This design comes from an exercise in tuning for small area and a short achievable clock period on the open sky130 flow, not from production work.
For this run, only the layout was checked, not whether the RTL still works.

File: flow/constraint.sdc
create_clock -name core_clock -period 45.0 [get_ports {clk}]
set_input_delay 9.0000 -clock core_clock [delete_from_list [all_inputs] [get_ports {clk}]]
set_output_delay 9.0000 -clock core_clock [all_outputs]
set_load 0.01 [all_outputs]
File: flow/config.mk
export PLATFORM = sky130hd
export DESIGN_NAME = tim_domains
export DESIGN_NICKNAME = tim_domains
export VERILOG_FILES = /design/flow/design.v
export SDC_FILE = /design/flow/constraint.sdc
export NUM_CORES = 4
export LEC_CHECK = 0
export CAP_MARGIN = 20
export CORE_MARGIN = 2
export CORE_UTILIZATION = 40
export SLEW_MARGIN = 20
File: flow/run.sh
#!/bin/bash
# synth_recipe.tcl (not shown) runs the flow's synth.tcl, then flattens the netlist and writes it again
# the make line also repeats each setting of config.mk as NAME=value (left out here)
make -C /OpenROAD-flow-scripts/flow DESIGN_CONFIG=/design/flow/config.mk WORK_HOME=/design/flow/orfs CLKGATE_MAP_FILE= SYNTH_SCRIPT=/design/flow/synth_recipe.tcl finish
File: flow/design.v
module tim_domain (
    input  wire        clk,
    input  wire        rst,
    input  wire        w_time,        
    input  wire [47:0] x_sec,
    input  wire [29:0] x_ns,
    input  wire [31:0] x_frac,
    input  wire        w_slew,        
    input  wire [61:0] x_slew,
    input  wire        w_rate,
    input  wire [24:0] x_rate,
    input  wire        w_valid,
    input  wire        w_hold,
    input  wire        x_hold,
    input  wire        w_pend,
    input  wire        x_pend_set,
    input  wire [77:0] x_pend_data,
    input  wire        w_thr,
    input  wire [19:0] x_thr,
    input  wire        w_sstep,
    input  wire [22:0] x_sstep,
    input  wire        w_steps,
    input  wire        w_jref,
    input  wire        w_href,
    input  wire [31:0] x_cnt,
    output reg  [47:0] sec,
    output reg  [29:0] ns,
    output reg  [31:0] frac,
    output reg  [24:0] rate,          
    output reg         valid,
    output reg         hold,
    output reg  [61:0] slew,
    output reg  [31:0] steps,
    output reg  [31:0] jumps_refused,
    output reg  [31:0] hold_refused,
    output reg  [19:0] thresh_us,
    output reg         pend_set,
    output reg  [77:0] pend_data,
    output wire [61:0] adv,           
    output wire [61:0] slew_a,        
    output wire [23:0] slew_ceil,     
    output wire        slew_nz
);
    reg  [22:0] sstep;
    wire [23:0] s_full = {sstep, 1'b0};
    wire        s_less = (slew[61:24] != 38'd0) || (slew[23:0] > s_full);
    wire [23:0] absorb = s_less ? s_full : slew[23:0];
    assign slew_a = slew - {38'd0, absorb};
    wire [34:0] inc = 35'h200000000 + {{10{rate[24]}}, rate} - {11'd0, absorb};
    assign adv = {ns, frac} + {27'd0, inc};
    wire        wrap   = (adv[61:34] == 28'd250000000);
    wire [29:0] adv_ns = wrap ? {28'd0, adv[33:32]} : adv[61:32];
    assign slew_ceil = slew[61:38] + {23'd0, slew[37:0] != 38'd0};
    assign slew_nz   = slew != 62'd0;
    always @(posedge clk) begin
        if (rst) begin
            sec           <= 48'd0;
            ns            <= 30'd0;
            frac          <= 32'd0;
            rate          <= 25'd0;
            valid         <= 1'b0;
            hold          <= 1'b0;
            slew          <= 62'd0;
            steps         <= 32'd0;
            jumps_refused <= 32'd0;
            hold_refused  <= 32'd0;
            thresh_us     <= 20'd1000;
            sstep         <= 23'd859000;     
        end else begin
            if (w_time) begin
                sec  <= x_sec;
                ns   <= x_ns;
                frac <= x_frac;
            end else begin
                sec  <= sec + {47'd0, wrap};
                ns   <= adv_ns;
                frac <= adv[31:0];
            end
            slew <= w_slew ? x_slew : slew_a;
            if (w_rate)  rate          <= x_rate;
            if (w_valid) valid         <= 1'b1;
            if (w_hold)  hold          <= x_hold;
            if (w_steps) steps         <= x_cnt;
            if (w_jref)  jumps_refused <= x_cnt;
            if (w_href)  hold_refused  <= x_cnt;
            if (w_thr)   thresh_us     <= x_thr;
            if (w_sstep) sstep         <= x_sstep;
        end
    end
    always @(posedge clk) begin
        if (w_pend && !rst) begin
            pend_set  <= x_pend_set;
            pend_data <= x_pend_data;
        end
    end
endmodule
module tim_domains (
    input  wire        clk,
    input  wire        rst,             
    input  wire        cmd_valid,
    input  wire [2:0]  cmd_op,
    input  wire        cmd_dom,
    input  wire [77:0] cmd_data,
    input  wire        rd_dom,
    output wire [47:0] rd_sec,
    output wire [29:0] rd_ns,
    output wire [31:0] rd_frac,
    output wire [31:0] rd_rate,
    output wire        rd_valid,
    output wire        rd_holdover,
    output wire        rd_slewing,
    output wire [23:0] rd_slew_left,    
    output wire [31:0] rd_steps,
    output wire [31:0] rd_jumps_refused,
    output wire [31:0] rd_hold_refused
);
    localparam [2:0] OP_RATE   = 3'd0;
    localparam [2:0] OP_ADJ    = 3'd1;
    localparam [2:0] OP_SET    = 3'd2;
    localparam [2:0] OP_RESUME = 3'd3;
    localparam [2:0] OP_FORCE  = 3'd4;
    localparam [2:0] OP_THRESH = 3'd5;
    localparam [2:0] OP_SLEW   = 3'd6;
    localparam signed [31:0] RATE_MAX = 32'sd8589935;
    localparam signed [31:0] RATE_MIN = -32'sd8589935;
    wire [47:0] sec   [0:1];
    wire [29:0] ns    [0:1];
    wire [31:0] frac  [0:1];
    wire [24:0] rate  [0:1];
    wire        valid [0:1];
    wire        hold  [0:1];
    wire [61:0] slew  [0:1];
    wire [31:0] steps [0:1];
    wire [31:0] jref  [0:1];
    wire [31:0] href  [0:1];
    wire [19:0] thr   [0:1];
    wire        pset  [0:1];
    wire [77:0] pdata [0:1];
    wire [61:0] adv   [0:1];
    wire [61:0] slewa [0:1];
    wire [23:0] sceil [0:1];
    wire        snz   [0:1];
    wire        w_time, w_slew, w_rate, w_valid, w_hold, w_pend;
    wire        w_thr, w_sstep, w_steps, w_jref, w_href;
    wire [47:0] x_sec;
    wire [29:0] x_ns;
    wire [31:0] x_frac;
    wire [61:0] x_slew;
    wire [24:0] x_rate;
    wire        x_hold;
    wire [22:0] x_sstep;
    wire [31:0] x_cnt;
    genvar d;
    generate
        for (d = 0; d < 2; d = d + 1) begin : dom
            wire hit = cmd_valid && (cmd_dom == d);
            tim_domain u_dom (
                .clk           (clk),
                .rst           (rst),
                .w_time        (hit && w_time),
                .x_sec         (x_sec),
                .x_ns          (x_ns),
                .x_frac        (x_frac),
                .w_slew        (hit && w_slew),
                .x_slew        (x_slew),
                .w_rate        (hit && w_rate),
                .x_rate        (x_rate),
                .w_valid       (hit && w_valid),
                .w_hold        (hit && w_hold),
                .x_hold        (x_hold),
                .w_pend        (hit && w_pend),
                .x_pend_set    (cmd_op == OP_SET),
                .x_pend_data   (cmd_data),
                .w_thr         (hit && w_thr),
                .x_thr         (cmd_data[19:0]),
                .w_sstep       (hit && w_sstep),
                .x_sstep       (x_sstep),
                .w_steps       (hit && w_steps),
                .w_jref        (hit && w_jref),
                .w_href        (hit && w_href),
                .x_cnt         (x_cnt),
                .sec           (sec[d]),
                .ns            (ns[d]),
                .frac          (frac[d]),
                .rate          (rate[d]),
                .valid         (valid[d]),
                .hold          (hold[d]),
                .slew          (slew[d]),
                .steps         (steps[d]),
                .jumps_refused (jref[d]),
                .hold_refused  (href[d]),
                .thresh_us     (thr[d]),
                .pend_set      (pset[d]),
                .pend_data     (pdata[d]),
                .adv           (adv[d]),
                .slew_a        (slewa[d]),
                .slew_ceil     (sceil[d]),
                .slew_nz       (snz[d])
            );
        end
    endgenerate
    wire        c       = cmd_dom;
    wire [47:0] sec_c   = sec[c];
    wire [29:0] ns_c    = ns[c];
    wire        valid_c = valid[c];
    wire        hold_c  = hold[c];
    wire [19:0] thr_c   = thr[c];
    wire        pset_c  = pset[c];
    wire [77:0] pdata_c = pdata[c];
    wire [61:0] adv_c   = adv[c];
    wire [61:0] slewa_c = slewa[c];
    wire is_rate  = cmd_op == OP_RATE;
    wire is_adj   = cmd_op == OP_ADJ;
    wire is_set   = cmd_op == OP_SET;
    wire is_res   = cmd_op == OP_RESUME;
    wire is_force = cmd_op == OP_FORCE;
    wire is_thr   = cmd_op == OP_THRESH;
    wire is_slew  = cmd_op == OP_SLEW;
    wire is_jump  = is_adj || is_set;
    wire [29:0] thr_ns = ((thr_c == 20'd0) ? 20'd1 : thr_c) * 30'd1000;
    wire [29:0] H      = slewa_c[61:32];
    wire [31:0] L      = slewa_c[31:0];
    wire        Lnz    = L != 32'd0;
    wire [47:0] set_sec = cmd_data[77:30];
    wire [29:0] set_ns  = cmd_data[29:0];
    wire [48:0] dsec = {1'b0, set_sec} - {1'b0, sec_c};
    wire        near = ($signed(dsec) >= -49'sd2) && ($signed(dsec) <= 49'sd2);
    wire [30:0] dns  = {1'b0, set_ns} - {1'b0, ns_c};
    reg  [32:0] dsec_ns;
    always @* begin
        case (dsec[2:0])
            3'd1:    dsec_ns = 33'sd1000000000;
            3'd2:    dsec_ns = 33'sd2000000000;
            3'd7:    dsec_ns = -33'sd1000000000;
            3'd6:    dsec_ns = -33'sd2000000000;
            default: dsec_ns = 33'sd0;
        endcase
    end
    wire signed [32:0] delta_set = $signed({{2{dns[30]}}, dns}) + $signed(dsec_ns);
    wire signed [32:0] delta     = is_set ? delta_set : $signed({cmd_data[31], cmd_data[31:0]});
    wire signed [33:0] hd = $signed({4'd0, H}) - $signed({delta[32], delta});     
    wire refuse = (is_set && !near) ||
                  (delta > $signed({3'd0, thr_ns})) ||
                  (delta[32] && (hd > $signed({4'd0, thr_ns - {29'd0, Lnz}})));
    wire stepcase = hd[33];
    wire jump_ok  = is_jump && valid_c && !hold_c && !refuse;
    wire jump_ref = is_jump && valid_c && !hold_c && refuse;
    wire forcing  = is_force && hold_c;
    wire fadj     = forcing && !pset_c;
    wire fset     = forcing && pset_c;
    wire load0    = is_set && !valid_c;
    wire [62:0] p  = {1'b0, adv_c} - (fadj ? 63'd0 : {1'b0, slewa_c});
    wire signed [33:0] q =
        fadj   ? $signed({{2{pdata_c[31]}}, pdata_c[31:0]}) :
        is_set ? $signed({{3{dns[30]}}, dns}) :
                 $signed({{2{cmd_data[31]}}, cmd_data[31:0]});
    wire signed [33:0] s = $signed(p[62:32]) + q;
    reg  [2:0]         k;
    reg  signed [33:0] kns;
    always @* begin
        if      (s >= 34'sd3000000000)  begin k = 3'd3; kns = 34'sd3000000000;  end
        else if (s >= 34'sd2000000000)  begin k = 3'd2; kns = 34'sd2000000000;  end
        else if (s >= 34'sd1000000000)  begin k = 3'd1; kns = 34'sd1000000000;  end
        else if (s >= 34'sd0)           begin k = 3'd0; kns = 34'sd0;           end
        else if (s >= -34'sd1000000000) begin k = 3'd7; kns = -34'sd1000000000; end
        else if (s >= -34'sd2000000000) begin k = 3'd6; kns = -34'sd2000000000; end
        else                            begin k = 3'd5; kns = -34'sd3000000000; end
    end
    wire [33:0] st_full = s - kns;
    wire [29:0] st_ns   = st_full[29:0];
    wire [3:0]  st_k   = {k[2], k} + ((is_set && !fadj) ? dsec[3:0] : 4'd0);
    wire [47:0] st_sec = sec_c + {{44{st_k[3]}}, st_k};
    wire        loading = load0 || fset;
    wire [77:0] ld      = fset ? pdata_c : cmd_data;
    assign w_time = loading || fadj || (jump_ok && stepcase);
    assign x_sec  = loading ? ld[77:30] : st_sec;
    assign x_ns   = loading ? ld[29:0]  : st_ns;
    assign x_frac = loading ? 32'd0     : p[31:0];
    assign w_slew = jump_ok || fset;
    assign x_slew = (fset || stepcase) ? 62'd0 : {hd[29:0], L};
    wire signed [31:0] rate_in = cmd_data[31:0];
    assign w_rate = is_rate && !hold_c;
    assign x_rate = (rate_in > RATE_MAX) ? RATE_MAX[24:0] :
                    (rate_in < RATE_MIN) ? RATE_MIN[24:0] : rate_in[24:0];
    assign w_valid = load0;
    assign w_hold  = jump_ref || is_res || is_force;
    assign x_hold  = jump_ref;
    assign w_pend  = jump_ref;
    assign w_thr   = is_thr;
    wire [11:0] ppm_in  = cmd_data[11:0];
    wire [9:0]  ppm_eff = (ppm_in == 12'd0) ? 10'd1 : (ppm_in > 12'd1000) ? 10'd1000 : ppm_in[9:0];
    assign w_sstep = is_slew;
    assign x_sstep = ppm_eff * 23'd4295;
    wire inc_href  = hold_c && (is_rate || (is_jump && valid_c));
    wire inc_steps = load0 || forcing || (jump_ok && stepcase);
    wire [31:0] cnt = (hold_c && !is_force) ? href[c] :
                      (jump_ref) ? jref[c] : steps[c];
    assign x_cnt   = cnt + {31'd0, cnt != 32'hffffffff};
    assign w_steps = inc_steps;
    assign w_jref  = jump_ref;
    assign w_href  = inc_href;
    assign rd_sec           = sec[rd_dom];
    assign rd_ns            = ns[rd_dom];
    assign rd_frac          = frac[rd_dom];
    assign rd_rate          = {{7{rate[rd_dom][24]}}, rate[rd_dom]};
    assign rd_valid         = valid[rd_dom];
    assign rd_holdover      = hold[rd_dom];
    assign rd_slewing       = snz[rd_dom];
    assign rd_slew_left     = sceil[rd_dom];
    assign rd_steps         = steps[rd_dom];
    assign rd_jumps_refused = jref[rd_dom];
    assign rd_hold_refused  = href[rd_dom];
endmodule
==> out/metrics.csv <==
metric,value,unit
Cell Rows,163,
antenna violations before repair,21,
crit start category,primary input,
asr flop ratio synth,0,%
Fin Setup TNS,0,ns
Max-cap violations,0,
Final period util,57.8,%
"area leader, netlist",dfxtp_1,
CTS resizes,0,
layout cells sized above 1,7.84,%
Synth Area in Simple Gates,20.5,%
"FF+latch count, synth",834,
critical setup path kind,primary input to flop,
post-synth cell types,113,
Synth Area in XOR/XNOR,8.28,%
DR pass1 iterations,7,
num ports,351,
CP max FO,67,
Reg area,0.0183,sq mm
gr ovfl total,0,
synth top area cells,"dfxtp_1 (17%), ha_1 (11%), edfxtp_1 (6.0%)",
full die area,0.202,sq mm
multiplexer share of the synthesized area,9.39,%
adder-cell share of the synthesized area,14.0,%
Max stage delay on crit path,0.75,ns
Final ANT Viol Nets,0,
pre-CTS WS,18.95,ns
Inserted Clock Buffers,106,
sink of the worst hold path,dom[0].u_dom.thresh_us[18],
# setup viols final,0,
hold depth,2,
Clock Sink Count,834,
"Seq/Total Area, Yosys",23.1,%
drt drc,0,
reg-to-reg startpoint,dom[0].u_dom.slew[41],
post-route cell area,0.0889,sq mm
CP most frequent cell,a21oi_1,
Worst-Margin Slew,1.24,ns
CP required,45.71,ns
clock buffer depth,3,
Post-synth EDFFs,158,
Die H,449,microns
global-route wire length before repair,471000,microns
final HPWL from detailed placement,247000,microns
Initial DRC Count,7501,
RSZ-0062 raised after global routing,no,
vias,76400,
Period minus WS final,26.00,ns
Final Net Count,11000,
Core ar.,0.197,sq mm
fill count,19700,
worst r2r path cells,92,
largest family of logic cells by synthesized area,simple AND/OR/NAND/NOR gates,
Synth warnings,2,
Rel. slew slack,16.7,%
gr usage total,30.5,%
Yosys top cell area share,17.1,%
clock root cell,clkbuf_16,
Post-Synthesis Cells,9973,
Total Wirelength,321000,microns
hold path start,dom[0].u_dom.thresh_us[18],
# H-tree levels,3,
Setup Buffers After CTS,0,
initial core utilization,40.2,%
Placed Cells,12600,
dominant synthesized flop cell,dfxtp_1,
largest net degree at the start of global routing,154,
DP Area,0.0852,sq mm
Worst Setup End Kind,flop,
vias in the first global route,72100,
Avg WL per Cell,25.0,microns
status,"complete, no violations",
most common cell in the netlist,nor2_1,
area of the multi-input gates,0.0576,sq mm
clock insertion delay at the later pin of the skew report,0.82,ns
die boundary width,449,microns
CTS tree,yes,
Finished Layout Cells,12800,
Worst Path Arrival,26.71,ns
Max Clk Rate,38.5,MHz
commonest cells in the netlist,"nor2_1 (1,210), nand2_1 (889), a21oi_1 (789), ha_1 (706), dfxtp_1 (676)",
via density per instance,5.96,
"setup slack, reg-to-reg",20.48,ns
GPL Wtd Cong,1.00,
Slowest cell on crit path,o41ai_1,
final worst slack,19.00,ns
reg2reg end,dom[0].u_dom.sec[40],
min-delay worst type,flop to flop,
Layout Area Growth over Synthesis,12.2,%
port bufs,350,
Fin. Hold Viols,0,
hold_buf cts,0,
Syn Area/Cell,7.94,sq um
clk slew on worst S/H paths,0.06,ns
Post-Syn Area,0.0792,sq mm
max-slew violations,0,
post-synthesis compound-gate area fraction,20.2,%
Setup Skew,0.0619,ns
-- per-layer routing --
metal,GRT usage [%],share of wire [%],vias to the layer above
met5,0,0.0087,-
met4,15.9,5.8,4
met3,4.24,7.1,601
li1,-,-,36100
met1,40.4,43,36800
met2,48.0,44,2913
-- cell type report --
| class | count | area share [%] |
|---|---|---|
| multi-input cells | 8209 | 64.8 |
| flip-flops and latches | 834 | 20.6 |
| repair buffers | 470 | 5.01 |
| well taps | 2640 | 3.72 |
| clock buffers | 147 | 3.40 |
| inverters | 440 | 1.86 |
| clock inverters | 50 | 0.639 |
| diodes | 19 | 0.0535 |
-- worst max-delay path: cells and delay by family --
family / cells / cell delay (ns)
simple gates: 10 / 2.29
buf+inv: 3 / 1.49
mux: 1 / 0.59
compound gates: 39 / 10.81
xor+xnor: 5 / 0.84
fa+ha+maj: 4 / 1.26
-- worst max path at each step --
stage | from | endpoint | slack [ns]
5_1_grt | cmd_dom | dom[0].u_dom.sec[47] | 17.84
3_5_place_dp | cmd_dom | dom[0].u_dom.sec[40] | 18.95
3_3_place_gp | cmd_dom | dom[0].u_dom.sec[46] | 19.14
2_1_floorplan | cmd_dom | dom[0].u_dom.sec[47] | 18.83
4_1_cts | cmd_dom | dom[0].u_dom.sec[47] | 19.71
6_report | cmd_dom | dom[0].u_dom.sec[40] | 19.00
-- sequential cells by signal, indices dropped and copies added, names as in the netlist, 46 cells and up --
signal,count
dom.u_dom.hold_refused,64
dom.u_dom.ns,60
dom.u_dom.frac,64
dom.u_dom.rate,50
dom.u_dom.steps,64
dom.u_dom.pend_data,156
dom.u_dom.slew,124
dom.u_dom.sstep,46
dom.u_dom.sec,96
dom.u_dom.jumps_refused,64
-- logic make-up after synthesis --
| kind of cell | Yosys count |
|---|---|
| AOI/OAI and AO/OA | 2478 |
| xor gates and xnor gates | 749 |
| adders and majority gates | 824 |
| buffers and inverters | 931 |
| DFF | 834 |
| muxes | 679 |
| other | 1 |
| and+or+nand+nor | 3477 |
-- through the flow --
stage,utilization [%],hold slack (ns)
2_1_floorplan,-,0.432
3_3_place_gp,43.2,0.439
3_5_place_dp,43.3,0.444
4_1_cts,45.1,0.454
5_1_grt,45.1,0.471
6_report,45.1,0.453
-- layout by cell type (no fill, tap or decap), types with 51 or more instances in the layout --
cell and instances:
edfxtp_1 158, xor2_1 278, or2_2 73, o21a_1 86
mux2i_1 337, inv_1 438, fa_1 106, nand2b_1 94
clkbuf_16 107, o31ai_1 51, nor2_1 1198, a21oi_1 787
nand3_1 280, and2_1 88, or3_1 93, nor3_1 184
ha_1 706, buf_4 117, a21o_1 228, nor2b_1 98
clkdlybuf4s50_1 347, a31oi_1 122, a211oi_1 276, o21ai_0 385
nand2_1 884, xnor2_1 470, nand4_1 136, mux2_2 322
and3_1 96, nor4_1 68, o21bai_1 97, dfxtp_1 676

-- port drivers added, routing unchanged --
How much do the figures lean on ideal ports? The routed layout below was timed once more, with nothing changed but the port constraints.
Step 1, drivers: a clkbuf_16 drives clk and a buf_2 each remaining input, both assumed.
Step 2, shift: input delay + t, output delay - t, t = (earliest + latest rising clock arrival at the registers) / 2. This alone moves slack from input paths to output paths.
Slacks: no drivers / after step 1 / after step 2; pairs: no drivers / after step 1.
t (ns): 0.868
setup WS [ns]: 18.998 / 19.032 / 18.164
worst hold slack (ns): 0.453 / 0.453 / 0.453
clock arrival spread, ns: 0.062 / 0.062
After both steps setup and hold are still met in this run. The setup slack of this run moves by +0.034 ns with the drivers and by -0.834 ns with both steps.
